Background: an optimization exercise with open tools, aiming at small area, a short achievable clock period and few clock cycles per item. Do not read the settings as production practice. Only simulation tests tie the RTL to the original design; equivalence was not proved.

== amber ==
Design benes_solver, start of the top module:
module benes_solver #(
    parameter K = 6
) (
    input  wire                           clk,
    input  wire                           rst,
    input  wire                           start,
    input  wire [(1<<K)*K-1:0]            perm_in,
    output wire                           ready,
    output reg                            done,
    output wire [(2*K-1)*(1<<(K-1))-1:0]  states
);
Size in the first run: roughly 650 flip-flops, about 740 I/O pins, ~54000 sq um of cells after synthesis.
Settings: LEC_CHECK=0, CAP_MARGIN=20, CORE_MARGIN=2, CORE_UTILIZATION=38, CTS_BUF_LIST=sky130_fd_sc_hd__clkbuf_4 sky130_fd_sc_hd__clkbuf_8, SETUP_SLACK_MARGIN=3, SLEW_MARGIN=20; clock period 10.0 ns.
standard.sh (not shown) runs the stock make flow with config.mk's settings and CLKGATE_MAP_FILE= SYNTH_SCRIPT=/design/flow/synth_recipe.tcl, a recipe that flattens the netlist after the stock synthesis.
==> flow/flow/run.sh <==
#!/bin/bash
# The standard layout (standard.sh), with the smallest buffer
# (sky130_fd_sc_hd__buf_1) as the port buffer instead of the default choice.
# The whole output of the layout goes to standard.log in this folder; the
# ORFS step logs are under orfs/logs.
set -euo pipefail
export BUFFER_PORTS_ARGS="-buffer_cell sky130_fd_sc_hd__buf_1"
bash standard.sh > standard.log 2>&1
Testbench counts of amber, summed over its fixed seeds: cycles 6,672, solves 192.
Inputs modified between amber and fjord:
Settings: SETUP_SLACK_MARGIN changed from 3 to 3.5.
Notes after the runs:
Comparing highest cell delay on the worst timing path for fjord and amber, the smaller number came from amber. Die area came out exactly the same in fjord and amber. fjord ended up with u[35][0]$_DFFE_PP_ as its capturing instance or port of the critical path; amber ended up with pf[50]$_SDFF_PP0_. amber → fjord: fraction of area in clock buffers and inverters held; fmax went up 8.3 MHz.


Another version of the RTL of benes_solver (not shown whole).
For scale: about 7200 cells after synthesis, about 650 flip-flops, ~740 I/O pins.
==> flow/design.v (excerpt) <==
module benes_solver #(
    parameter K = 6
) (
    input  wire                           clk,
    input  wire                           rst,
    input  wire                           start,
    input  wire [(1<<K)*K-1:0]            perm_in,
    output wire                           ready,
    output reg                            done,
    output wire [(2*K-1)*(1<<(K-1))-1:0]  states
);
Settings: LEC_CHECK=0, CAP_MARGIN=20, CORE_MARGIN=2, CORE_UTILIZATION=40, CTS_BUF_LIST=sky130_fd_sc_hd__clkbuf_4 sky130_fd_sc_hd__clkbuf_8, SETUP_SLACK_MARGIN=3, SLEW_MARGIN=20; clock period 10.0 ns.
run.sh (not shown) runs the stock make flow with config.mk's settings and CLKGATE_MAP_FILE= SYNTH_SCRIPT=/design/flow/synth_recipe.tcl, a recipe that flattens the netlist after the stock synthesis.
Stock flow here: none of the scripts above is used.
Testbench counts at the start, summed over its fixed seeds: cycles 7,056, solves 192.
Change:
==> flow/flow/run.sh (new file) <==
#!/bin/bash
# The standard layout (standard.sh), with the smallest buffer
# (sky130_fd_sc_hd__buf_1) as the port buffer instead of the default choice.
# The whole output of the layout goes to standard.log in this folder; the
# ORFS step logs are under orfs/logs.
set -euo pipefail
export BUFFER_PORTS_ARGS="-buffer_cell sky130_fd_sc_hd__buf_1"
bash standard.sh > standard.log 2>&1
==> flow/standard.sh (new file) <==
#!/bin/bash
# synth_recipe.tcl (not shown) runs the flow's synth.tcl, then flattens the netlist and writes it again
# the make line also repeats each setting of config.mk as NAME=value (left out here)
make -C /OpenROAD-flow-scripts/flow DESIGN_CONFIG=/design/flow/config.mk WORK_HOME=/design/flow/orfs CLKGATE_MAP_FILE= SYNTH_SCRIPT=/design/flow/synth_recipe.tcl "${@:-finish}"
--- a/flow/config.mk
+++ b/flow/config.mk
@@ -9,5 +9,5 @@
 export CORE_MARGIN = 2
-export CORE_UTILIZATION = 40
+export CORE_UTILIZATION = 38
 export CTS_BUF_LIST = sky130_fd_sc_hd__clkbuf_4 sky130_fd_sc_hd__clkbuf_8
-export SETUP_SLACK_MARGIN = 3
+export SETUP_SLACK_MARGIN = 3.5
 export SLEW_MARGIN = 20
removed: flow/run.sh
Utilization came out lower by 3.8 points.
Die area came out higher by 5.2%.
Final area came out lower by 2.5%.
Cell count came out higher by 3.6%.
Non-clock buffer count came out higher by 200.
Wire length came out higher by 2.9%.

## static timing again, ports no longer ideal
The results above use ideal ports. As a check the final layouts listed here were re-extracted and re-timed, cells and wires unchanged. Step 1 sets driving cells, clkbuf_16 on the clock port and buf_2 on the other inputs (assumed; they add their load-dependent delay and slew). Step 2 also shifts input and output timing later by t, the mid clock arrival at the registers, as if the neighbouring blocks saw the same clock. Slacks: no drivers / after step 1 / after step 2; pairs: no drivers / after step 1.
run | t (ns) | setup slack, ns | hold slack, ns | clock arrival spread, ns | worst register clock-pin slew, ns
amber | 0.985 | 2.767 / 2.767 / 2.767 | 0.559 / 0.559 / 0.559 | 0.077 / 0.076 | 0.08 / 0.08
fjord | 0.989 | 3.176 / 3.176 / 3.176 | 0.560 / 0.560 / 0.560 | 0.075 / 0.075 | 0.08 / 0.08
the first run of note 2 | 0.985 | 2.695 / 2.695 / 2.695 | 0.559 / 0.559 / 0.559 | 0.075 / 0.075 | 0.08 / 0.08
the second run of note 2 | 0.988 | 3.158 / 3.158 / 3.158 | 0.566 / 0.566 / 0.566 | 0.085 / 0.085 | 0.07 / 0.07
After both steps every run listed still meets setup and hold.
